This design comes from an exercise in tuning for small area on the open sky130 flow, not from production work.
At most, simulation tests tie the RTL to the original design; equivalence was not proved.
Only the layout flow was run in runs 1 and 2; the RTL was not checked for function there.
Power figures rest on the tool's default switching activity, not on a simulated workload.

==> flow/design.v, too long to show whole: its modules and the start of the top module <==
// module fil_nchan: 331 lines
// module fil_nchan_inc: 16 lines
// module fil_nchan_radd: 18 lines
// module fil_nchan_mac: 1044 lines
module fil_nchan (
    input             clk,
    input             rst,           
    input      [8:0]  cfg_d,         
    input      [3:0]  cfg_shift1,    
    input      [6:0]  cfg_taps,      
    input      [3:0]  cfg_dfir,      
    input      [4:0]  cfg_shift2,    
    input      [1:0]  cfg_msel,      
    input             coef_we,
    input      [5:0]  coef_addr,
    input      [23:0] coef_wdata,
    input             bs_valid,
    input             bs_bit,
    output reg        out_valid,
    output reg [23:0] out_data,
    output reg        out_sat1,
    output reg        out_sat2
);
  // ...
==> flow/run.sh <==
#!/bin/bash
# synth_recipe.tcl (not shown) runs the flow's synth.tcl, then flattens the netlist and writes it again
# the make line also repeats each setting of config.mk as NAME=value (left out here)
make -C /OpenROAD-flow-scripts/flow DESIGN_CONFIG=/design/flow/config.mk WORK_HOME=/design/flow/orfs CLKGATE_MAP_FILE= SYNTH_SCRIPT=/design/flow/synth_recipe.tcl finish
==> flow/config.mk <==
export PLATFORM = sky130hd
export DESIGN_NAME = fil_nchan
export DESIGN_NICKNAME = fil_nchan
export VERILOG_FILES = /design/flow/design.v
export SDC_FILE = /design/flow/constraint.sdc
export NUM_CORES = 4
export LEC_CHECK = 0
export CAP_MARGIN = 20
export CORE_MARGIN = 2
export CORE_UTILIZATION = 50
export CTS_BUF_LIST = sky130_fd_sc_hd__clkbuf_16
export CTS_CLUSTER_DIAMETER = 60
export CTS_CLUSTER_SIZE = 25
export GPL_ROUTABILITY_DRIVEN = 1
export SLEW_MARGIN = 20
==> flow/constraint.sdc <==
create_clock -name core_clock -period 15.0 [get_ports {clk}]
set_input_delay 3.0000 -clock core_clock [delete_from_list [all_inputs] [get_ports {clk}]]
set_output_delay 3.0000 -clock core_clock [all_outputs]
set_load 0.01 [all_outputs]
==> metrics.md, run 1 <==
| Metric | Value |
|---|---|
| Compound-cell area share of the yosys netlist | `0.0564` |
| # Taps | `3,150` |
| Most common cell after layout, fill and taps aside | `dfxtp_1` |
| Worst skew pair latency | `0.89 ns` |
| Min Hold Slack | `0.258 ns` |
| Count of multi-input gates | `4,627` |
| Final worst-path setup slack | `1.31 ns` |
| First-pass GRT wire length | `407,000 um` |
| Final Power | `0.0203 W` |
| Actual slew at the worst max-slew pin | `1.16 ns` |
| Yosys top cell by area | `dfxtp_1` |
| Synthesized instance count | `9,353` |
| Pwr dens | `157 nW/um^2` |
| Vias per inst | `5.18` |
| Logic inverters | `371` |
| Fraction of area in multi-input gates | `0.314` |
| CP required | `15.74 ns` |
| Drt first pass iters | `6` |
| Cell Int Power | `0.0147 W` |
| Multiplexer share of the synthesized area | `0.138` |
| Top-count cell post-synth | `dfxtp_1` |
| Register area share after synthesis | `0.627` |
| Comb. pwr | `0.00317 W` |
| End of the critical path | `ir[2][25]$_SDFFE_PP0P_` |
| Outcome | `finished clean` |
| Hold endpoint | `xq[32][11]$_DFF_P_` |
| CP Class | `reg2reg` |
| Multi-input gate area | `40,600 um^2` |
| Placement-stage cell area | `123,000 um^2` |
==> run 2: changes to the inputs <==
--- a/flow/config.mk
+++ b/flow/config.mk
@@ -12,4 +12,5 @@
 export CTS_CLUSTER_DIAMETER = 60
-export CTS_CLUSTER_SIZE = 25
+export CTS_CLUSTER_SIZE = 30
 export GPL_ROUTABILITY_DRIVEN = 1
+export GPL_TIMING_DRIVEN = 0
 export SLEW_MARGIN = 20
==> run 2 against run 1 <==
  * Still clean on timing, DRC and antenna
  * Cell area increased by 0.57%
  * Maximum frequency decreased by 5.8%
  * Non-clock buffer count up 466
  * Register-to-register slack lost 0.85 ns
  * Clock power decreased by 1%
  * Synthesized area unchanged
  * Setup slack got worse by 0.85 ns
  * Highest routed layer unchanged
==> metrics.md, run 2 <==
| Metric | Value |
|---|---|
| Starting density of the core | `0.504 (unchanged)` |
| Met2 Use GR | `0.381 (was 0.366)` |
| Fin nets | `10,100 (was 9,689)` |
| Clock buffer depth | `3 (unchanged)` |
| Min Clock Period, post-route | `14.54 ns (was 13.69 ns)` |
| IO Pins | `93 (unchanged)` |
| WHS Path Cells | `0 (unchanged)` |
| Syn_area_per_cell | `12.7 um^2 (unchanged)` |
| # rows | `178 (unchanged)` |
| GRT Overall Usage | `0.236 (was 0.217)` |
| Top cells by area, synth | `dfxtp_1, mux2i_1, fa_1, xnor2_1, edfxtp_1 (unchanged)` |
| Area share of and/or/nand/nor cells after synthesis | `0.0442 (unchanged)` |
| Total CTS buffers | `182 (was 198)` |
| Syn Nets | `9,883 (unchanged)` |
| Multiplexer share of the synthesized area | `0.138 (unchanged)` |
| Register area share after synthesis | `0.627 (unchanged)` |
| Worst skew pair latency | `0.88 ns (was 0.89 ns)` |
| Clock root buffer | `clkbuf_16 (unchanged)` |
| Critical path data arrival time | `15.22 ns (was 14.43 ns)` |
| CTS sink count | `3,684 (unchanged)` |
| Final worst-path setup slack | `0.463 ns (was 1.31 ns)` |
| H-Tree Level Count | `4 (unchanged)` |
| Netlist cell types | `74 (unchanged)` |
| Relative slew slack | `0.217 (was 0.226)` |
| CTS tree | `yes (unchanged)` |
| Most frequent cells in the layout | `dfxtp_1, mux2i_1, clkbuf_1 (was dfxtp_1, mux2i_1, inv_1)` |
| GP Congestion | `1.04 (was 0.873)` |
| Synthesized instance count | `9,353 (unchanged)` |
| Most common cell after layout, fill and taps aside | `dfxtp_1 (unchanged)` |
| Initial antenna violation count | `19 (was 14)` |
| EDFF count, synth | `77 (unchanged)` |
| Max FO, Critical Path | `10 (was 27)` |
| R2R depth | `36 (was 33)` |
| Max incr delay on CP | `0.73 ns (was 0.53 ns)` |
| Crit-path slowest cell | `clkbuf_1 (was fa_1)` |
| Hold Vio Cnt, Final | `0 (unchanged)` |
| Max Slew Vio Count | `0 (unchanged)` |
| Worst Setup End Kind | `flip-flop (unchanged)` |
| Synth Area in Adders | `0.0701 (unchanged)` |
| Startpoint types | `flip-flop (unchanged)` |
| Post-Synth XOR/XNOR Area | `0.0299 (unchanged)` |
| Cells after DPL | `12,600 (was 12,100)` |
| Post-synth ARST share | `0 (unchanged)` |
| CP most frequent cell | `fa_1 (unchanged)` |
| Die Y-Extent | `492 um (unchanged)` |
| Final period util | `0.969 (was 0.912)` |
| Synth top cells by count | `dfxtp_1, mux2i_1, clkbuf_1 (unchanged)` |
| Total Wirelength | `288,000 um (was 263,000 um)` |
| Max-Cap Viols | `0 (unchanged)` |
| Setup Slack @ Placement | `-0.0362 ns (was 1.27 ns)` |
| Endpoints failing setup | `0 (unchanged)` |
| Top-count cell post-synth | `dfxtp_1 (unchanged)` |
| Largest regs | `cq x1536, xq x1536, hq x189 (unchanged)` |
| VDD IR max | `0.000155 V (was 0.000178 V)` |
| Drt first pass iters | `6 (unchanged)` |
| Worst min path class | `reg2reg (unchanged)` |
| Synth warn | `11 (unchanged)` |
| First-pass GRT wire length | `433,000 um (was 407,000 um)` |
| Via count of the first global-routing pass | `66,900 (was 66,400)` |
| Skew final | `0.0903 ns (was 0.0754 ns)` |
| Post-synthesis cell area | `119,000 um^2 (unchanged)` |
| Dpl hpwl | `210,000 um (was 164,000 um)` |
| Post-Route Utilization | `0.552 (was 0.548)` |
| Top_reg_cell synth | `dfxtp_1 (unchanged)` |
| Met1 Use GR | `0.320 (was 0.288)` |
| Yosys top cell by area | `dfxtp_1 (unchanged)` |
| Placement-stage cell area | `124,000 um^2 (was 123,000 um^2)` |
| Port bufs | `67 (was 92)` |
| RSZ-0062 raised after global routing | `false (unchanged)` |
| Compound-cell area share of the yosys netlist | `0.0564 (unchanged)` |
| Antenna-violating nets left | `0 (unchanged)` |
| Die X-Extent | `492 um (unchanged)` |
| DRC violation count after routing | `0 (unchanged)` |
| Congestion Overflow GR | `0 (unchanged)` |
| Layout area overhead | `9.45% (was 8.83%)` |
| Fmax | `0.0688 GHz (was 0.0731 GHz)` |
| Fin cells | `12,900 (was 12,400)` |
| Pwr dens | `156 nW/um^2 (was 157 nW/um^2)` |
| Share of layout cells above drive strength 1 | `0.0582 (was 0.0732)` |
| CP Class | `reg2reg (unchanged)` |
| Leakage | `55.0 nW (was 54.8 nW)` |
| GR peak layer | `met2 (unchanged)` |
| Wirelength per Cell | `22.3 um (was 21.1 um)` |
| Total number of vias | `65,900 (was 64,400)` |
| M3 GR Usage | `0.0395 (was 0.0280)` |
| 1st-iter DRT viols | `4,517 (was 3,767)` |
| Core area | `236,000 um^2 (unchanged)` |
| CP required | `15.69 ns (was 15.74 ns)` |
| Actual slew at the worst max-slew pin | `1.17 ns (was 1.16 ns)` |
| Setup tns final | `0 ns (unchanged)` |
| DIE AREA | `242,000 um^2 (unchanged)` |
| Design area | `130,000 um^2 (was 129,000 um^2)` |
| Yosys top cell area share | `0.608 (unchanged)` |
| Largest net degree at the start of global routing | `32 (was 88)` |
| Largest family of logic cells by synthesized area | `multiplexers (unchanged)` |
| Yosys reg bits | `3,684 (unchanged)` |
| Clock-pin slew on the worst setup and hold paths | `0.11 ns (was 0.10 ns)` |
| Vias per inst | `5.11 (was 5.18)` |
| Outcome | `finished clean (unchanged)` |
## run 2: timing repair
item	in CTS	in global routing
buffers inserted	0	0
hold buffers	0	0
resized for setup	1	13
cloned	0	0
endpoints found under the setup margin	4	6
hold endpoints to repair	0	0
## run 2: kinds of logic after synthesis
| kind of cell | Yosys count |
|---|---|
| DFF | 3684 |
| muxes | 1633 |
| and+or+nand+nor | 1093 |
| buffers and inverters | 1042 |
| AOI/OAI and AO/OA | 1031 |
| adders and majority gates | 464 |
| xor gates and xnor gates | 406 |
## run 2: layout make-up
cell class | count | area, um^2
tap | 3150 | 3940
sequential | 3684 | 74500
clock inverter | 127 | 1810
inverter | 371 | 1390
antenna | 11 | 27.5
multi-input combinational | 4627 | 40300
timing repair buffer | 72 | 702
buffer | 671 | 2730
fill | 19800 | 106000
clock buffer | 188 | 4700
## run 2: critical path, delay by kind of cell, from the launching register on
family / cells / cell delay (ns)
adders and majority gates: 19 / 8.71
buffers and inverters: 5 / 2.06
and+or+nand+nor: 6 / 1.56
AOI/OAI and AO/OA: 3 / 0.75
DFF: 1 / 0.63
xor gates and xnor gates: 2 / 0.31
muxes: 1 / 0.30
## run 2: worst paths after layout
kind | start | end | slack (ns)
min reg2reg | xq[10][4]$_DFF_P_ | xq[11][4]$_DFF_P_ | 0.27
min | xq[10][4]$_DFF_P_ | xq[11][4]$_DFF_P_ | 0.27
max reg2reg | mten$_DFF_P_ | acc[41]$_DFF_P_ | 0.46
max | mten$_DFF_P_ | acc[41]$_DFF_P_ | 0.46
## run 2: through the flow
stage	hold WS (ns)	total power, W
global placement	0.310	0.0144
floorplan	0.310	0.0134
finish	0.272	0.0203
detailed placement	0.312	0.0145
CTS	0.265	0.0205
global route	0.294	0.0213
## run 2: where the power goes
part / switching (W) / total, W / internal, W / leakage, nW
combinational: 0.00205 / 0.00333 / 0.00128 / 20.8
sequential: 0.000291 / 0.0110 / 0.0107 / 31.1
clock: 0.00342 / 0.00599 / 0.00257 / 3.17
total: 0.00577 / 0.0203 / 0.0146 / 55.0
## run 2: per-layer routing
layer	part of all wire	up-vias
met5	0.00038	-
met4	0.035	8
met3	0.051	501
met2	0.46	1605
met1	0.46	32200
li1	-	31700
==> module fil_nchan, before the edit <==
module fil_nchan (
    input             clk,
    input             rst,           
    input      [8:0]  cfg_d,         
    input      [3:0]  cfg_shift1,    
    input      [6:0]  cfg_taps,      
    input      [3:0]  cfg_dfir,      
    input      [4:0]  cfg_shift2,    
    input      [1:0]  cfg_msel,      
    input             coef_we,
    input      [5:0]  coef_addr,
    input      [23:0] coef_wdata,
    input             bs_valid,
    input             bs_bit,
    output reg        out_valid,
    output reg [23:0] out_data,
    output reg        out_sat1,
    output reg        out_sat2
);
    integer i;
    reg  [25:0] ir [0:2];            
    reg  [25:0] dr [0:2];            
    reg  [25:0] sy;                  
    reg  [8:0]  dcnt;
    reg         bv, bb;              
    reg  [2:0]  st;                  
    reg         dec;                 
    reg         s1ing;               
    reg  [3:0]  s1c;                 
    reg         sv;                  
    wire        dlast = (dcnt == cfg_d);
    wire        step1 = bv;
    wire        stepi = (st == 3'd2) || (st == 3'd3);
    wire        stepc = (st >= 3'd4);
    wire        abusy = step1 || (st != 3'd0);
    wire        rstep = s1ing && (s1c == 4'd0) && !abusy;
    wire [25:0] aa = (step1 || stepi) ? ir[0] : (st == 3'd4) ? ir[2] : sy;
    wire [25:0] ab = step1 ? {{25{~bb}}, 1'b1} : stepi ? ir[2] : stepc ? dr[0] : 26'd0;
    wire [25:0] as;
    fil_nchan_radd #(26) u_sadd (.a(aa), .b(ab), .cin(stepc | rstep), .s(as), .cout());
    always @(posedge clk) begin
        bv <= bs_valid && !rst;
        bb <= bs_bit;
    end
    always @(posedge clk) begin
        if (rst) begin
            for (i = 0; i < 3; i = i + 1) begin
                ir[i] <= 0;
                dr[i] <= {26{1'b1}};
            end
        end else begin
            if (step1 || stepi) begin
                ir[0] <= ir[1];
                ir[1] <= ir[2];
                ir[2] <= as;
            end
            if (stepc) begin
                dr[0] <= dr[1];
                dr[1] <= dr[2];
                dr[2] <= ~aa;
            end
        end
    end
    always @(posedge clk) begin
        if (stepc)
            sy <= as;
        else if (rstep)
            sy <= {as[25], as[25:1]};
        else if (s1ing && s1c == 4'd1)
            sy <= {sy[25], sy[25:1]};
        else if (s1ing && s1c != 4'd0)
            sy <= {{2{sy[25]}}, sy[25:2]};
    end
    always @(posedge clk) begin
        if (rst) begin
            dcnt  <= 9'd1;
            st    <= 0;
            dec   <= 1'b0;
            s1ing <= 1'b0;
            s1c   <= 0;
            sv    <= 1'b0;
        end else begin
            sv <= 1'b0;
            if (step1) begin
                st  <= 3'd2;
                dec <= dlast;
                dcnt <= dlast ? 9'd1 : dcnt + 9'd1;
            end else if (st == 3'd3)
                st <= dec ? 3'd4 : 3'd0;
            else if (st == 3'd6) begin
                st <= 3'd0;
                if (cfg_shift1 == 0)
                    sv <= 1'b1;
                else begin
                    s1ing <= 1'b1;
                    s1c   <= cfg_shift1 - 4'd1;
                end
            end else if (st != 3'd0)
                st <= st + 3'd1;
            if (s1ing) begin
                if (s1c == 4'd1)
                    s1c <= 4'd0;
                else if (s1c != 4'd0)
                    s1c <= s1c - 4'd2;
                else if (rstep) begin
                    s1ing <= 1'b0;
                    sv    <= 1'b1;
                end
            end
        end
    end
    wire        sat1 = (sy[25:23] != 3'b000) && (sy[25:23] != 3'b111);
    wire [23:0] xnew = sat1 ? {sy[25], {23{~sy[25]}}} : sy[23:0];
    reg  [5:0]  ph;
    reg  [23:0] cq [0:63];
    wire [5:0]  wslot = ph - coef_addr;
    always @(posedge clk)
        ph <= ph + 6'd1;
    always @(posedge clk) begin
        for (i = 1; i < 64; i = i + 1)
            cq[i] <= (coef_we && wslot == i) ? (coef_wdata ^ {24{i[0]}}) : ~cq[i-1];
        cq[0] <= (coef_we && wslot == 0) ? coef_wdata : ~cq[63];
    end
    reg  [23:0] xq [0:63];
    reg  [23:0] xe;                  
    reg         busy;                
    reg  [5:0]  pc;
    reg  [5:0]  nv;                  
    reg  [3:0]  fcnt;
    reg         outp;                
    reg  [6:0]  sage;                
    wire        pass = sv | busy;
    reg         ph0;                 
    wire [23:0] w    = ph0 ? xnew : xe;
    always @(posedge clk)
        ph0 <= (ph == 6'd63);
    always @(posedge clk) begin
        xe <= xq[63];
        for (i = 1; i < 64; i = i + 1)
            xq[i] <= xq[i-1];
        xq[0] <= pass ? w : xq[63];
    end
    always @(posedge clk) begin
        if (rst) begin
            busy <= 1'b0;
            pc   <= 0;
            nv   <= 0;
            fcnt <= 0;
            outp <= 1'b0;
            sage <= 7'd64;
        end else begin
            if (sv) begin
                busy <= 1'b1;
                pc   <= 6'd1;
                if (fcnt == cfg_dfir - 4'd1) begin
                    fcnt <= 0;
                    outp <= 1'b1;
                end else begin
                    fcnt <= fcnt + 4'd1;
                    outp <= 1'b0;
                end
                if (sat1)
                    sage <= 0;
                else if (sage != 7'd64)
                    sage <= sage + 7'd1;
            end else if (busy) begin
                pc <= pc + 6'd1;
                if (pc == 6'd63) begin
                    busy <= 1'b0;
                    if (nv != 6'd63)
                        nv <= nv + 6'd1;
                end
            end
        end
    end
    reg         tin;
    wire [5:0]  ph1  = ph + 6'd1;
    always @(posedge clk)
        tin <= ({1'b0, ph1} < cfg_taps) && (ph1 <= nv);
    reg         mten;                
    reg         mv;                  
    always @(posedge clk) begin
        mten <= pass && tin;
        mv   <= sv;
    end
    wire [23:0] mx = mten ? xq[0] : 24'd0;
    reg  [53:0] acc;
    reg         shing;
    reg  [4:0]  sc;
    reg         s2go;
    reg         fsat;                
    reg         mlast;               
    always @(posedge clk)
        mlast <= busy && (pc == 6'd63) && !rst;
    wire        rnd   = shing && (sc == 5'd0);
    wire [53:0] accin = mv ? 54'd0 : acc;
    wire [53:0] ra, rb;
    wire [53:0] sum;
    fil_nchan_mac u_mac (.acc(accin), .c(cq[0]), .x(mx), .cin(rnd), .ra(ra), .rb(rb));
    wire [13:0] s0a;
    wire [13:0] s0b;
    wire [12:0] s0c, s0d;
    wire        c0a, c0b, c0c;
    fil_nchan_radd #(14) u_sa (.a(ra[13:0]),  .b(rb[13:0]),  .cin(1'b0), .s(s0a), .cout(c0a));
    fil_nchan_radd #(14) u_sb (.a(ra[27:14]), .b(rb[27:14]), .cin(1'b0), .s(s0b), .cout(c0b));
    fil_nchan_radd #(13) u_sc (.a(ra[40:28]), .b(rb[40:28]), .cin(1'b0), .s(s0c), .cout(c0c));
    fil_nchan_radd #(13) u_sd (.a(ra[53:41]), .b(rb[53:41]), .cin(1'b0), .s(s0d), .cout());
    wire        cib = c0a;
    wire        cic = c0b | (cib & (&s0b));
    wire        cid = c0c | (cic & (&s0c));
    wire [13:0] sb;
    wire [12:0] sc_, sd;
    fil_nchan_inc #(14) u_ib (.a(s0b), .c(cib), .s(sb));
    fil_nchan_inc #(13) u_ic (.a(s0c), .c(cic), .s(sc_));
    fil_nchan_inc #(13) u_id (.a(s0d), .c(cid), .s(sd));
    assign sum = {sd, sc_, sb, s0a};
    always @(posedge clk) begin
        if (shing && sc >= 5'd2)
            acc <= {{2{sum[53]}}, sum[53:2]};
        else if (shing)
            acc <= {sum[53], sum[53:1]};
        else
            acc <= sum;
    end
    always @(posedge clk) begin
        if (rst) begin
            shing <= 1'b0;
            sc    <= 0;
            s2go  <= 1'b0;
            fsat  <= 1'b0;
        end else begin
            s2go <= 1'b0;
            if (mlast && outp) begin
                fsat <= ({1'b0, sage} < {1'b0, cfg_taps});
                if (cfg_shift2 == 0)
                    s2go <= 1'b1;
                else begin
                    shing <= 1'b1;
                    sc    <= cfg_shift2 - 5'd1;
                end
            end else if (shing) begin
                if (sc == 5'd0) begin
                    shing <= 1'b0;
                    s2go  <= 1'b1;
                end else if (sc == 5'd1)
                    sc <= 5'd0;
                else
                    sc <= sc - 5'd2;
            end
        end
    end
    wire        sat2 = (acc[53:23] != {31{1'b0}}) && (acc[53:23] != {31{1'b1}});
    wire [23:0] s2y  = sat2 ? {acc[53], {23{~acc[53]}}} : acc[23:0];
    reg  [26:0] hq [0:6];
    reg  [26:0] he;
    reg  [2:0]  hp;
    reg  [2:0]  hinit;               
    reg  [23:0] vr;                  
    reg         vpend;               
    reg         mpass;
    reg  [2:0]  rw;                  
    reg  [2:0]  cnt;                 
    reg  [2:0]  a1, a2;              
    wire [2:0]  mm1  = {cfg_msel, 1'b0};         
    wire        inw  = (hp <= mm1);              
    wire signed [23:0] vs = vr, hs = he[23:0];
    wire        vlt  = vs < hs;
    wire [2:0]  rnew = he[26:24] - {2'd0, he[26:24] > rw} + {2'd0, vlt};
    reg  [26:0] hin;
    always @(*) begin
        if (hinit != 0)
            hin = {mm1 - hp, 24'd0};
        else if (mpass && hp == 3'd0)
            hin = {cnt, vr};
        else if (mpass)
            hin = {inw ? rnew : he[26:24], he[23:0]};
        else
            hin = hq[6];
    end
    always @(posedge clk) begin
        hp <= (hp == 3'd6) ? 3'd0 : hp + 3'd1;
        he <= hq[6];
        for (i = 1; i < 7; i = i + 1)
            hq[i] <= hq[i-1];
        hq[0] <= hin;
        if (!mpass && hinit == 0 && hp == mm1)
            rw <= hq[6][26:24];
        if (s2go)
            vr <= s2y;
    end
    always @(posedge clk) begin
        if (rst) begin
            hinit <= 3'd7;
            vpend <= 1'b0;
            mpass <= 1'b0;
            cnt   <= 0;
            a1    <= 3'd7;
            a2    <= 3'd7;
            out_valid <= 1'b0;
        end else begin
            out_valid <= 1'b0;
            if (hinit != 0)
                hinit <= hinit - 3'd1;
            if (s2go) begin
                vpend <= 1'b1;
                a1 <= fsat ? 3'd0 : (a1 == 3'd7) ? 3'd7 : a1 + 3'd1;
                a2 <= sat2 ? 3'd0 : (a2 == 3'd7) ? 3'd7 : a2 + 3'd1;
            end
            if (vpend && hp == 3'd0) begin
                vpend <= 1'b0;
                mpass <= 1'b1;
                cnt   <= 0;
            end
            if (mpass) begin
                if (hp == 3'd0) begin
                    mpass <= 1'b0;
                    out_valid <= 1'b1;
                end else if (inw && !vlt)
                    cnt <= cnt + 3'd1;
            end
        end
    end
    always @(posedge clk) begin
        if (mpass && hp == 3'd0 && cnt == cfg_msel)
            out_data <= vr;
        else if (mpass && hp != 3'd0 && inw && rnew == {1'b0, cfg_msel})
            out_data <= he[23:0];
        out_sat1 <= (a1 <= mm1);
        out_sat2 <= (a2 <= mm1);
    end
endmodule
==> run 3: changes to the inputs <==
--- a/flow/design.v
+++ b/flow/design.v
@@ -15,3 +15,3 @@
     output reg        out_valid,
-    output reg [23:0] out_data,
+    output     [23:0] out_data,
     output reg        out_sat1,
@@ -31,8 +31,9 @@
     wire        dlast = (dcnt == cfg_d);
-    wire        step1 = bv;
-    wire        stepi = (st == 3'd2) || (st == 3'd3);
-    wire        stepc = (st >= 3'd4);
-    wire        abusy = step1 || (st != 3'd0);
-    wire        rstep = s1ing && (s1c == 4'd0) && !abusy;
-    wire [25:0] aa = (step1 || stepi) ? ir[0] : (st == 3'd4) ? ir[2] : sy;
+    wire        rstep = s1ing && (s1c == 4'd0);
+    wire [2:0]  cur   = bv ? 3'd1 : st;          
+    wire        go    = (cur != 3'd0) && !rstep;
+    wire        step1 = go && (cur == 3'd1);
+    wire        stepi = go && ((cur == 3'd2) || (cur == 3'd3));
+    wire        stepc = go && (cur >= 3'd4);
+    wire [25:0] aa = (step1 || stepi) ? ir[0] : (cur == 3'd4) ? ir[2] : sy;
     wire [25:0] ab = step1 ? {{25{~bb}}, 1'b1} : stepi ? ir[2] : stepc ? dr[0] : 26'd0;
@@ -42,3 +43,4 @@
         bv <= bs_valid && !rst;
-        bb <= bs_bit;
+        if (bs_valid)
+            bb <= bs_bit;
     end
@@ -83,10 +85,16 @@
             sv <= 1'b0;
-            if (step1) begin
-                st  <= 3'd2;
-                dec <= dlast;
+            if (bv) begin
+                dec  <= dlast;
                 dcnt <= dlast ? 9'd1 : dcnt + 9'd1;
-            end else if (st == 3'd3)
-                st <= dec ? 3'd4 : 3'd0;
-            else if (st == 3'd6) begin
-                st <= 3'd0;
+            end
+            if (go) begin
+                if (cur == 3'd3)
+                    st <= (bv ? dlast : dec) ? 3'd4 : 3'd0;
+                else if (cur == 3'd6)
+                    st <= 3'd0;
+                else
+                    st <= cur + 3'd1;
+            end else
+                st <= cur;
+            if (go && cur == 3'd6) begin
                 if (cfg_shift1 == 0)
@@ -97,4 +105,3 @@
                 end
-            end else if (st != 3'd0)
-                st <= st + 3'd1;
+            end
             if (s1ing) begin
@@ -104,3 +111,3 @@
                     s1c <= s1c - 4'd2;
-                else if (rstep) begin
+                else begin
                     s1ing <= 1'b0;
@@ -260,2 +267,4 @@
     reg         mpass;
+    reg         mwait;               
+    reg  [2:0]  mph;
     reg  [2:0]  rw;                  
@@ -267,2 +276,3 @@
     wire        vlt  = vs < hs;
+    assign out_data = vr;
     wire [2:0]  rnew = he[26:24] - {2'd0, he[26:24] > rw} + {2'd0, vlt};
@@ -289,2 +299,4 @@
             vr <= s2y;
+        else if (mwait && hp == mph)
+            vr <= hq[6][23:0];
     end
@@ -295,2 +307,3 @@
             mpass <= 1'b0;
+            mwait <= 1'b0;
             cnt   <= 0;
@@ -316,3 +329,6 @@
                     mpass <= 1'b0;
-                    out_valid <= 1'b1;
+                    if (cnt == cfg_msel)
+                        out_valid <= 1'b1;
+                    else
+                        mwait <= 1'b1;
                 end else if (inw && !vlt)
@@ -320,2 +336,6 @@
             end
+            if (mwait && hp == mph) begin
+                mwait <= 1'b0;
+                out_valid <= 1'b1;
+            end
         end
@@ -323,6 +343,4 @@
     always @(posedge clk) begin
-        if (mpass && hp == 3'd0 && cnt == cfg_msel)
-            out_data <= vr;
-        else if (mpass && hp != 3'd0 && inw && rnew == {1'b0, cfg_msel})
-            out_data <= he[23:0];
+        if (mpass && hp != 3'd0 && inw && rnew == {1'b0, cfg_msel})
+            mph <= hp;
         out_sat1 <= (a1 <= mm1);
--- a/flow/config.mk
+++ b/flow/config.mk
@@ -9,8 +9,7 @@
 export CORE_MARGIN = 2
-export CORE_UTILIZATION = 50
+export CORE_UTILIZATION = 65
 export CTS_BUF_LIST = sky130_fd_sc_hd__clkbuf_16
 export CTS_CLUSTER_DIAMETER = 60
-export CTS_CLUSTER_SIZE = 30
+export CTS_CLUSTER_SIZE = 25
 export GPL_ROUTABILITY_DRIVEN = 1
-export GPL_TIMING_DRIVEN = 0
 export SLEW_MARGIN = 20
==> run 3 against run 2 <==
  * Still clean on timing, DRC and antenna
  * Sequential cell count decreased by 20
  * Global-route usage increased by 5.2 points
  * Register-to-register slack improved by 0.29 ns
==> metrics.md, run 3 <==
| Metric | Value |
|---|---|
| Outcome | `finished clean (unchanged)` |
| Worst min path class | `reg2reg (unchanged)` |
| Post-Route Utilization | `0.697 (was 0.552)` |
| Port bufs | `92 (was 67)` |
| Startpoint types | `flip-flop (unchanged)` |
| Clock root buffer | `clkbuf_16 (unchanged)` |
| Post-synth ARST share | `0 (unchanged)` |
| Max Slew Vio Count | `0 (unchanged)` |
| Wirelength per Cell | `21.4 um (was 22.3 um)` |
| Vias per inst | `5.58 (was 5.11)` |
| Max incr delay on CP | `0.57 ns (was 0.73 ns)` |
| Via count of the first global-routing pass | `70,400 (was 66,900)` |
| Share of layout cells above drive strength 1 | `0.0578 (was 0.0582)` |
| # rows | `156 (was 178)` |
| Min Clock Period, post-route | `14.24 ns (was 14.54 ns)` |
| Largest net degree at the start of global routing | `123 (was 32)` |
| VDD IR max | `0.000152 V (was 0.000155 V)` |
| Layout area overhead | `6.53% (was 9.45%)` |
| CTS tree | `yes (unchanged)` |
| IO Pins | `93 (unchanged)` |
| CP most frequent cell | `fa_1 (unchanged)` |
| First-pass GRT wire length | `414,000 um (was 433,000 um)` |
| Post-synthesis cell area | `118,000 um^2 (was 119,000 um^2)` |
| Starting density of the core | `0.654 (was 0.504)` |
| Total Wirelength | `267,000 um (was 288,000 um)` |
| GP Congestion | `0.916 (was 1.04)` |
| Most common cell after layout, fill and taps aside | `dfxtp_1 (unchanged)` |
| # Post-CTS Setup Buffers | `0 (unchanged)` |
| Synthesized instance count | `10,300 (was 9,353)` |
| Top_reg_cell synth | `dfxtp_1 (unchanged)` |
| CTS sink count | `3,664 (was 3,684)` |
| Final period util | `0.950 (was 0.969)` |
| Drt first pass iters | `6 (unchanged)` |
| Worst skew pair latency | `0.87 ns (was 0.88 ns)` |
| Largest regs | `cq x1536, xq x1536, hq x189 (unchanged)` |
| Actual slew at the worst max-slew pin | `1.19 ns (was 1.17 ns)` |
| Netlist cell types | `89 (was 74)` |
| Synth warn | `11 (unchanged)` |
| Core area | `181,000 um^2 (was 236,000 um^2)` |
| Yosys top cell by area | `dfxtp_1 (unchanged)` |
| CP delay by family, top | `adder cells (unchanged)` |
| Worst Setup End Kind | `flip-flop (unchanged)` |
| Clock buffer depth | `3 (unchanged)` |
| Met2 Use GR | `0.492 (was 0.381)` |
| H-Tree Level Count | `4 (unchanged)` |
| 1st-iter DRT viols | `5,401 (was 4,517)` |
| RSZ-0062 raised after global routing | `false (unchanged)` |
| Fmax | `0.0702 GHz (was 0.0688 GHz)` |
| Fin nets | `10,500 (was 10,100)` |
| M3 GR Usage | `0.0379 (was 0.0395)` |
| # hold bufs at CTS | `0 (unchanged)` |
| GRT Overall Usage | `0.288 (was 0.236)` |
| Initial antenna violation count | `7 (was 19)` |
| DIE AREA | `186,000 um^2 (was 242,000 um^2)` |
| CTS resizes | `0 (was 1)` |
| Antenna-violating nets left | `0 (unchanged)` |
| Syn Nets | `10,800 (was 9,883)` |
| Crit-path slowest cell | `dfxtp_1 (was clkbuf_1)` |
| GR peak layer | `met2 (unchanged)` |
| CP required | `15.58 ns (was 15.69 ns)` |
| Endpoints failing setup | `0 (unchanged)` |
| Die X-Extent | `431 um (was 492 um)` |
| Max-Cap Viols | `0 (unchanged)` |
| Buf+Inv Stages, Crit Path | `1 (was 5)` |
| Yosys reg bits | `3,664 (was 3,684)` |
| Clock-pin slew on the worst setup and hold paths | `0.09 ns (was 0.11 ns)` |
| Most frequent cells in the layout | `dfxtp_1, nor2_1, a21oi_1 (was dfxtp_1, mux2i_1, clkbuf_1)` |
| DRC violation count after routing | `0 (unchanged)` |
| Hold Vio Cnt, Final | `0 (unchanged)` |
| Total number of vias | `69,600 (was 65,900)` |
| Yosys top cell area share | `0.610 (was 0.608)` |
| Synth top cells by count | `dfxtp_1, nor2_1, a21oi_1 (was dfxtp_1, mux2i_1, clkbuf_1)` |
| EDFF count, synth | `57 (was 77)` |
| Syn_area_per_cell | `11.5 um^2 (was 12.7 um^2)` |
| CP Class | `reg2reg (unchanged)` |
| Dpl hpwl | `165,000 um (was 210,000 um)` |
| Setup tns final | `0 ns (unchanged)` |
| Skew final | `0.0380 ns (was 0.0903 ns)` |
| Top cells by area, synth | `dfxtp_1, mux2i_1, fa_1, a21oi_1, nor2_1 (was dfxtp_1, mux2i_1, fa_1, xnor2_1, edfxtp_1)` |
| Met1 Use GR | `0.377 (was 0.320)` |
| Critical path data arrival time | `14.82 ns (was 15.22 ns)` |
| # fillers | `13,200 (was 19,800)` |
| Relative slew slack | `0.205 (was 0.217)` |
| Top-count cell post-synth | `dfxtp_1 (unchanged)` |
| Register area share after synthesis | `0.624 (was 0.627)` |
| Leakage | `48.4 nW (was 55.0 nW)` |
| Congestion Overflow GR | `0 (unchanged)` |
| Total CTS buffers | `186 (was 182)` |
| Max FO, Critical Path | `11 (was 10)` |
| Pwr dens | `160 nW/um^2 (was 156 nW/um^2)` |
| Die Y-Extent | `431 um (was 492 um)` |
run 3: cells by family after synthesis:
group,synth area share
buf+inv,0.0403
mux,0.0716
fa+ha+maj,0.0703
compound gates,0.0838
flops,0.624
simple gates,0.0795
xor+xnor,0.0303
run 3: per-layer routing:
metal  up-vias  wire [um]
li1      33200          -
met1     34000     114000
met2      1922     130000
met3       525      13800
met4         2       9410
met5         -         16
run 3: metrics by stage:
stage	power [W]	hold slack, ns	worst slack (ns)	area [um^2]	std cells
after CTS	0.0203	0.308	0.663	126000	12500
after global routing	0.0211	0.301	0.138	126000	12500
after floorplan	0.0137	0.310	1.07	118000	10300
after detailed placement	0.0147	0.312	0.674	120000	12200
after global placement	0.0146	0.309	0.776	120000	12200
final	0.0202	0.310	0.757	126000	12500
run 3: worst paths after layout:
path	start	slack [ns]	cells past startpoint	end
setup / recovery	bv$_DFF_P_	0.76	36	sy[24]$_DFFE_PP_
hold / removal	xq[3][13]$_DFF_P_	0.31	0	xq[4][13]$_DFF_P_
setup reg to reg	bv$_DFF_P_	0.76	36	sy[24]$_DFFE_PP_
hold reg to reg	xq[3][13]$_DFF_P_	0.31	0	xq[4][13]$_DFF_P_
run 3: cell type report:
cell class	instances	area [um^2]	share of cell area
flip-flops and latches	3664	73900	0.586
multi-input cells	5532	39900	0.316
clock buffers	187	4680	0.0371
well taps	2370	2970	0.0235
repair buffers	275	2200	0.0175
inverters	351	1320	0.0104
clock inverters	90	1160	0.00922
diodes	3	7.51	0.0000595
run 3: power by group:
group | internal (W) | switching (W)
registers | 0.0108 | 0.000429
logic | 0.00134 | 0.00195
clock network | 0.00249 | 0.00316
total | 0.0146 | 0.00554
==> run 4: changes to the inputs <==
--- a/flow/config.mk
+++ b/flow/config.mk
@@ -9,3 +9,3 @@
 export CORE_MARGIN = 2
-export CORE_UTILIZATION = 65
+export CORE_UTILIZATION = 50
 export CTS_BUF_LIST = sky130_fd_sc_hd__clkbuf_16
==> run 4 against run 3 <==
  * Die area is 30% higher
  * Non-clock buffer count is 24 higher
  * Largest power group unchanged
  * Total power rose by 1.7%
  * Critical path type unchanged
  * Maximum frequency shrank 0.26%
  * Still clean on timing, DRC and antenna
  * Highest routed layer unchanged
==> metrics.md, run 4 <==
| Metric | Value |
|---|---|
| Most frequent cells in the layout | `dfxtp_1, nor2_1, a21oi_1 (unchanged)` |
| Reg-to-Reg End | `sy[24]$_DFFE_PP_ (unchanged)` |
| Internal reg-to-reg setup slack | `0.72 ns (was 0.76 ns)` |
| Crit-path slowest cell | `dfxtp_1 (unchanged)` |
| Die X-Extent | `491 um (was 431 um)` |
| Synth Area in Adders | `0.0703 (unchanged)` |
| Skew final | `0.0586 ns (was 0.0380 ns)` |
| Leakage | `48.8 nW (was 48.4 nW)` |
| Pwr dens | `160 nW/um^2 (about the same)` |
| FF-to-FF Start | `st[1]$_SDFF_PP0_ (was bv$_DFF_P_)` |
| Max FO, Critical Path | `8 (was 11)` |
| Initial antenna violation count | `6 (was 7)` |
| IO Pins | `93 (unchanged)` |
| Synth top cells by count | `dfxtp_1, nor2_1, a21oi_1 (unchanged)` |
| Outcome | `finished clean (unchanged)` |
| H-Tree Level Count | `4 (unchanged)` |
| Min Clock Period, post-route | `14.28 ns (was 14.24 ns)` |
| Netlist cell types | `89 (unchanged)` |
| GRT Overall Usage | `0.221 (was 0.288)` |
| R2R depth | `35 (was 36)` |
| Worst Setup End Kind | `flip-flop (unchanged)` |
| Top_reg_cell synth | `dfxtp_1 (unchanged)` |
| First-pass GRT wire length | `417,000 um (was 414,000 um)` |
| Antenna-violating nets left | `0 (unchanged)` |
| Synthesized instance count | `10,300 (unchanged)` |
| Post-synthesis cell area | `118,000 um^2 (unchanged)` |
| CP Class | `reg2reg (unchanged)` |
| # hold bufs at CTS | `0 (unchanged)` |
| Total CTS buffers | `193 (was 186)` |
| RSZ-0062 raised after global routing | `false (unchanged)` |
| Worst min path class | `reg2reg (unchanged)` |
| Max-Cap Viols | `0 (unchanged)` |
| Yosys reg bits | `3,664 (unchanged)` |
| Hold endpoint | `xq[3][12]$_DFF_P_ (was xq[4][13]$_DFF_P_)` |
| Area share of and/or/nand/nor cells after synthesis | `0.0795 (unchanged)` |
| Top-count cell post-synth | `dfxtp_1 (unchanged)` |
| Max incr delay on CP | `0.51 ns (was 0.57 ns)` |
| Clock-pin slew on the worst setup and hold paths | `0.09 ns (about the same)` |
| CP most frequent cell | `fa_1 (unchanged)` |
| Min Hold Slack | `0.289 ns (was 0.310 ns)` |
| Die Y-Extent | `491 um (was 431 um)` |
| Congestion Overflow GR | `0 (unchanged)` |
| Endpoints failing setup | `0 (unchanged)` |
| Yosys top cell by area | `dfxtp_1 (unchanged)` |
| Largest regs | `cq x1536, xq x1536, hq x189 (unchanged)` |
| Vias per inst | `5.18 (was 5.58)` |
| 1st-iter DRT viols | `4,446 (was 5,401)` |
| Port bufs | `92 (unchanged)` |
| Final period util | `0.952 (was 0.950)` |
| # Post-CTS Setup Buffers | `0 (unchanged)` |
| Largest net degree at the start of global routing | `123 (unchanged)` |
| # rows | `178 (was 156)` |
| Actual slew at the worst max-slew pin | `1.17 ns (was 1.19 ns)` |
| Clock buffer depth | `3 (unchanged)` |
| CTS resizes | `0 (unchanged)` |
| Starting density of the core | `0.503 (was 0.654)` |
| Fmax | `0.0700 GHz (was 0.0702 GHz)` |
| EDFF count, synth | `57 (unchanged)` |
| Relative slew slack | `0.223 (was 0.205)` |
| Share of layout cells above drive strength 1 | `0.0611 (was 0.0578)` |
| Fin nets | `10,600 (was 10,500)` |
| Dpl hpwl | `168,000 um (was 165,000 um)` |
| Yosys top cell area share | `0.610 (unchanged)` |
| Max Slew Vio Count | `0 (unchanged)` |
| VDD IR max | `0.000144 V (was 0.000152 V)` |
| Total Wirelength | `269,000 um (was 267,000 um)` |
| Compound-cell area share of the yosys netlist | `0.0838 (unchanged)` |
| Syn_area_per_cell | `11.5 um^2 (unchanged)` |
| Most common cell after layout, fill and taps aside | `dfxtp_1 (unchanged)` |
| Via count of the first global-routing pass | `69,600 (was 70,400)` |
| Setup tns final | `0 ns (unchanged)` |
| Hold Vio Cnt, Final | `0 (unchanged)` |
| CP required | `15.57 ns (was 15.58 ns)` |
| GP Congestion | `0.898 (was 0.916)` |
| Wirelength per Cell | `20.2 um (was 21.4 um)` |
| Worst skew pair latency | `0.88 ns (was 0.87 ns)` |
| Synth warn | `11 (unchanged)` |
| Drt first pass iters | `6 (unchanged)` |
| Syn Nets | `10,800 (unchanged)` |
| Startpoint types | `flip-flop (unchanged)` |
| DIE AREA | `241,000 um^2 (was 186,000 um^2)` |
| Post-synth ARST share | `0 (unchanged)` |
| Multiplexer share of the synthesized area | `0.0716 (unchanged)` |
| CTS sink count | `3,664 (unchanged)` |
| Critical path data arrival time | `14.85 ns (was 14.82 ns)` |
| WHS Path Cells | `0 (unchanged)` |
| CTS tree | `yes (unchanged)` |
| Top cells by area, synth | `dfxtp_1, mux2i_1, fa_1, a21oi_1, nor2_1 (unchanged)` |
| Post-Synth XOR/XNOR Area | `0.0303 (unchanged)` |
| Layout area overhead | `7.94% (was 6.53%)` |
| Total number of vias | `68,900 (was 69,600)` |
| DRC violation count after routing | `0 (unchanged)` |
| Largest family of logic cells by synthesized area | `compound AO/OA/AOI/OAI gates (unchanged)` |
| Register area share after synthesis | `0.624 (unchanged)` |
| Hold path start | `xq[2][12]$_DFF_P_ (was xq[3][13]$_DFF_P_)` |
| Clock root buffer | `clkbuf_16 (unchanged)` |
| Core area | `235,000 um^2 (was 181,000 um^2)` |
==> run 4: report_power, final <==
part | total, W | switching, W | internal (W)
Combinational | 0.00337 | 0.00202 | 0.00136
Sequential | 0.0112 | 0.000399 | 0.0108
Clock | 0.00594 | 0.00325 | 0.00268
Total | 0.0205 | 0.00567 | 0.0148
==> run 4: metal layers <==
layer | GRT usage | part of all wire | vias to the layer above
li1 | - | - | 33200
met1 | 0.293 | 0.45 | 33800
met4 | 0.0664 | 0.029 | 2
met3 | 0.0340 | 0.047 | 438
met5 | 0 | 0.000052 | -
met2 | 0.370 | 0.47 | 1469
==> run 4: worst max-delay path by stage <==
| stage | from | to | cells after the start |
|---|---|---|---|
| after floorplan | st[1]$_SDFF_PP0_ | sy[24]$_DFFE_PP_ | 35 |
| after global placement | st[1]$_SDFF_PP0_ | sy[24]$_DFFE_PP_ | 35 |
| after detailed placement | st[1]$_SDFF_PP0_ | sy[24]$_DFFE_PP_ | 35 |
| after CTS | st[1]$_SDFF_PP0_ | sy[24]$_DFFE_PP_ | 35 |
| after global routing | st[1]$_SDFF_PP0_ | sy[24]$_DFFE_PP_ | 35 |
| final | st[1]$_SDFF_PP0_ | sy[24]$_DFFE_PP_ | 35 |
==> run 4: layout make-up <==
type / count / area, um^2
Timing Repair Buffer: 299 / 2390
Clock inverter: 108 / 1490
Antenna cell: 7 / 17.5
Sequential cell: 3664 / 73900
Multi-Input combinational cell: 5532 / 39900
Inverter: 351 / 1320
Clock buffer: 195 / 4880
Fill cell: 20000 / 108000
Tap cell: 3150 / 3940
==> run 4: cells by family after synthesis <==
family	count (synthesis)
DFF	3664
muxes	846
buffers and inverters	1117
AOI/OAI and AO/OA	1715
xor gates and xnor gates	410
and+or+nand+nor	2096
adders and majority gates	465
==> run 4: critical path, delay by kind of cell, from the launching register on <==
| family | cells | cell delay, ns |
|---|---|---|
| adders and majority gates | 26 | 11.88 |
| AOI/OAI and AO/OA | 4 | 0.63 |
| and+or+nand+nor | 3 | 0.54 |
| DFF | 1 | 0.51 |
| xor gates and xnor gates | 2 | 0.44 |
==> run 4: stage by stage <==
step	power [W]	setup slack [ns]	area [um^2]	std cells	util
after global placement	0.0147	0.792	121000	13000	0.516
after detailed placement	0.0148	0.741	121000	13000	0.516
after floorplan	0.0137	1.07	118000	10300	-
after CTS	0.0207	0.667	128000	13300	0.543
after global routing	0.0215	0.175	128000	13300	0.543
final	0.0205	0.721	128000	13300	0.543
==> run 5: changes to the inputs <==
--- a/flow/config.mk
+++ b/flow/config.mk
@@ -7,5 +7,5 @@
 export LEC_CHECK = 0
-export CAP_MARGIN = 20
+export CAP_MARGIN = 10
 export CORE_MARGIN = 2
-export CORE_UTILIZATION = 50
+export CORE_UTILIZATION = 75
 export CTS_BUF_LIST = sky130_fd_sc_hd__clkbuf_16
@@ -14,2 +14,2 @@
 export GPL_ROUTABILITY_DRIVEN = 1
-export SLEW_MARGIN = 20
+export SLEW_MARGIN = 10
==> run 5 against run 4 <==
  * Combinational power hardly changed
  * Synthesized area unchanged
  * Sequential power about the same
  * Register-to-register slack hardly changed
  * Hold slack got worse by 0.0065 ns
  * Cell area fell by 1.8%
  * Largest power group unchanged
  * Final cell count fell by 8.8%
  * Die area shrank 33%
  * Clock power fell by 6.4%
  * Global-route usage rose by 13 points
  * Maximum frequency is essentially flat
  * Critical path depth stayed put
==> metrics.md, run 5 <==
| Metric | Value |
|---|---|
| Min Clock Period, post-route | `14.28 ns (about the same)` |
| Die Y-Extent | `401 um (was 491 um)` |
| Worst min path class | `reg2reg (unchanged)` |
| Top-count cell post-synth | `dfxtp_1 (unchanged)` |
| Synth warn | `11 (unchanged)` |
| Hold Vio Cnt, Final | `0 (unchanged)` |
| Post-Synth XOR/XNOR Area | `0.0303 (unchanged)` |
| Netlist cell types | `89 (unchanged)` |
| Starting density of the core | `0.756 (was 0.503)` |
| Initial antenna violation count | `7 (was 6)` |
| Max Slew Vio Count | `0 (unchanged)` |
| Post-synthesis cell area | `118,000 um^2 (unchanged)` |
| Actual slew at the worst max-slew pin | `1.33 ns (was 1.17 ns)` |
| Largest family of logic cells by synthesized area | `compound AO/OA/AOI/OAI gates (unchanged)` |
| Final period util | `0.952 (about the same)` |
| Critical path data arrival time | `14.86 ns (was 14.85 ns)` |
| Vias per inst | `5.97 (was 5.18)` |
| Design area | `125,000 um^2 (was 128,000 um^2)` |
| WHS Path Cells | `0 (unchanged)` |
| Yosys top cell area share | `0.610 (unchanged)` |
| Max incr delay on CP | `0.49 ns (was 0.51 ns)` |
| Total CTS buffers | `182 (was 193)` |
| Reg-to-Reg End | `sy[24]$_DFFE_PP_ (unchanged)` |
| GRT Overall Usage | `0.352 (was 0.221)` |
| DRC violation count after routing | `0 (unchanged)` |
| Endpoints failing setup | `0 (unchanged)` |
| Antenna-violating nets left | `0 (unchanged)` |
| Fmax | `0.0700 GHz (about the same)` |
| R2R depth | `35 (unchanged)` |
| Drt first pass iters | `8 (was 6)` |
| Post-Route Utilization | `0.801 (was 0.543)` |
| CP most frequent cell | `fa_1 (unchanged)` |
| DIE AREA | `161,000 um^2 (was 241,000 um^2)` |
| Syn_area_per_cell | `11.5 um^2 (unchanged)` |
| Layout area overhead | `5.95% (was 7.94%)` |
| Share of layout cells above drive strength 1 | `0.0530 (was 0.0611)` |
| # hold bufs at CTS | `0 (unchanged)` |
| # Post-CTS Setup Buffers | `0 (unchanged)` |
| Core area | `157,000 um^2 (was 235,000 um^2)` |
| Yosys reg bits | `3,664 (unchanged)` |
| Post-synth ARST share | `0 (unchanged)` |
| Hold endpoint | `hq[3][18]$_DFF_P_ (was xq[3][12]$_DFF_P_)` |
| Min Hold Slack | `0.283 ns (was 0.289 ns)` |
| First-pass GRT wire length | `437,000 um (was 417,000 um)` |
| VDD IR max | `0.000183 V (was 0.000144 V)` |
| Fin nets | `10,500 (was 10,600)` |
| Fin cells | `12,100 (was 13,300)` |
| Top_reg_cell synth | `dfxtp_1 (unchanged)` |
| Clock buffer depth | `3 (unchanged)` |
| IO Pins | `93 (unchanged)` |
| RSZ-0062 raised after global routing | `false (unchanged)` |
| Total number of vias | `72,500 (was 68,900)` |
| Port bufs | `92 (unchanged)` |
| FF-to-FF Start | `st[1]$_SDFF_PP0_ (unchanged)` |
| Synth top cells by count | `dfxtp_1, nor2_1, a21oi_1 (unchanged)` |
| Skew final | `0.0516 ns (was 0.0586 ns)` |
| Crit-path slowest cell | `fa_1 (was dfxtp_1)` |
| Area share of and/or/nand/nor cells after synthesis | `0.0795 (unchanged)` |
| CTS sink count | `3,664 (unchanged)` |
| Yosys top cell by area | `dfxtp_1 (unchanged)` |
| CTS resizes | `0 (unchanged)` |
| 1st-iter DRT viols | `6,661 (was 4,446)` |
| Most common cell after layout, fill and taps aside | `dfxtp_1 (unchanged)` |
| Top cells by area, synth | `dfxtp_1, mux2i_1, fa_1, a21oi_1, nor2_1 (unchanged)` |
| Cells after DPL | `11,900 (was 13,000)` |
| Syn Nets | `10,800 (unchanged)` |
| Worst Setup End Kind | `flip-flop (unchanged)` |
| Pwr dens | `161 nW/um^2 (was 160 nW/um^2)` |
| GP Congestion | `0.933 (was 0.898)` |
| CTS tree | `yes (unchanged)` |
| Internal reg-to-reg setup slack | `0.72 ns (about the same)` |
| Startpoint types | `flip-flop (unchanged)` |
| Dpl hpwl | `171,000 um (was 168,000 um)` |
| Placement-stage cell area | `120,000 um^2 (was 121,000 um^2)` |
| Synth Area in Adders | `0.0703 (unchanged)` |
| Hold path start | `hq[2][18]$_DFF_P_ (was xq[2][12]$_DFF_P_)` |
| Multiplexer share of the synthesized area | `0.0716 (unchanged)` |
| CP required | `15.58 ns (was 15.57 ns)` |
| Outcome | `finished clean (unchanged)` |
| Max FO, Critical Path | `8 (unchanged)` |
| H-Tree Level Count | `4 (unchanged)` |
| Clock-pin slew on the worst setup and hold paths | `0.09 ns (about the same)` |
| Clock root buffer | `clkbuf_16 (unchanged)` |
| Setup tns final | `0 ns (unchanged)` |
| Max-Cap Viols | `0 (unchanged)` |
| # rows | `145 (was 178)` |
| CP Class | `reg2reg (unchanged)` |
| Wirelength per Cell | `23.5 um (was 20.2 um)` |
| Register area share after synthesis | `0.624 (unchanged)` |
| Largest regs | `cq x1536, xq x1536, hq x189 (unchanged)` |
| Most frequent cells in the layout | `dfxtp_1, nor2_1, a21oi_1 (unchanged)` |
| EDFF count, synth | `57 (unchanged)` |
| Leakage | `48.3 nW (was 48.8 nW)` |
| Die X-Extent | `401 um (was 491 um)` |
| Via count of the first global-routing pass | `74,300 (was 69,600)` |
| Congestion Overflow GR | `0 (unchanged)` |
| Synthesized instance count | `10,300 (unchanged)` |
| Relative slew slack | `0.115 (was 0.223)` |
| Compound-cell area share of the yosys netlist | `0.0838 (unchanged)` |
| Worst skew pair latency | `0.88 ns (about the same)` |
| Largest net degree at the start of global routing | `115 (was 123)` |
| Total Wirelength | `286,000 um (was 269,000 um)` |
-- run 5: cell families (layout without fill, tap and decap cells) --
logic type / after synthesis / count (layout)
DFF: 3664 / 3664
muxes: 846 / 846
and+or+nand+nor: 2096 / 2096
adders and majority gates: 465 / 465
other: 0 / 3
xor gates and xnor gates: 410 / 410
AOI/OAI and AO/OA: 1715 / 1715
buffers and inverters: 1117 / 884
-- run 5: power by group --
part           total [W]  leakage [nW]  internal, W  switching [W]
sequential        0.0112          30.8       0.0108       0.000441
clock            0.00556          2.76      0.00234        0.00322
combinational    0.00340          14.8      0.00135        0.00205
total             0.0202          48.3       0.0145        0.00571
-- run 5: area by class of cell --
type / count / area (um^2)
Antenna cell: 3 / 7.51
Clock buffer: 183 / 4580
Clock inverter: 78 / 1020
Fill cell: 9054 / 31100
Inverter: 351 / 1320
Multi-Input combinational cell: 5532 / 39800
Sequential cell: 3664 / 73900
Tap cell: 2058 / 2570
Timing Repair Buffer: 272 / 2220
-- run 5: worst max-delay path by stage --
stage	from	cells past startpoint	to	slack, ns
2_1_floorplan	st[1]$_SDFF_PP0_	35	sy[24]$_DFFE_PP_	1.07
3_3_place_gp	st[1]$_SDFF_PP0_	35	sy[24]$_DFFE_PP_	0.81
3_5_place_dp	st[1]$_SDFF_PP0_	35	sy[24]$_DFFE_PP_	0.75
4_1_cts	st[1]$_SDFF_PP0_	35	sy[24]$_DFFE_PP_	0.65
5_1_grt	st[1]$_SDFF_PP0_	35	sy[24]$_DFFE_PP_	0.1
6_report	st[1]$_SDFF_PP0_	35	sy[24]$_DFFE_PP_	0.72
-- run 5: layer usage --
metal,GRT usage,share of wire
met4,0.187,0.058
met5,0,0.000070
met1,0.438,0.39
met3,0.0568,0.070
met2,0.592,0.48
-- run 5: metrics by stage --
stage	setup WS, ns	total power (W)
finish	0.717	0.0202
global route	0.0988	0.0209
CTS	0.647	0.0202
detailed placement	0.746	0.0147
global placement	0.807	0.0145
floorplan	1.07	0.0137
-- run 5: worst max-delay path: cells and delay by family, from the launching register on --
kind            cells  cell delay [ns]
compound gates      2             0.31
xor+xnor            2             0.41
fa+ha+maj          26            11.97
buf+inv             1             0.19
flops               1             0.48
simple gates        4             0.68

==> port drivers added, routing unchanged <==
No port has a modelled driver above. Below, the same layouts with a new extraction and two added sets of constraints. Step 1 (the two cells are an assumption about what drives the block):
set clk [get_ports {clk}]
set_driving_cell -lib_cell sky130_fd_sc_hd__clkbuf_16 $clk
set_driving_cell -lib_cell sky130_fd_sc_hd__buf_2 [delete_from_list [all_inputs] $clk]
Step 2 moves the port delays by t, midway between the first and last clock arrival at a register: inputs arrive t later, outputs are due t later. That takes back most of the time a late clock gives input paths. Three values: no drivers, after step 1, after step 2; two values: the first two.
run | t, ns | setup slack, ns | worst setup path at the end | cell pins on the clock port's net
run 1 | 0.945 | 1.313 / 1.313 / 1.313 | register to register | 1
run 2 | 0.925 | 0.463 / 0.463 / 0.463 | register to register | 1
run 3 | 0.939 | 0.757 / 0.757 / 0.757 | register to register | 1
run 4 | 0.940 | 0.721 / 0.721 / 0.721 | register to register | 1
run 5 | 0.946 | 0.717 / 0.717 / 0.717 | register to register | 1
After both steps every run listed still meets setup and hold.
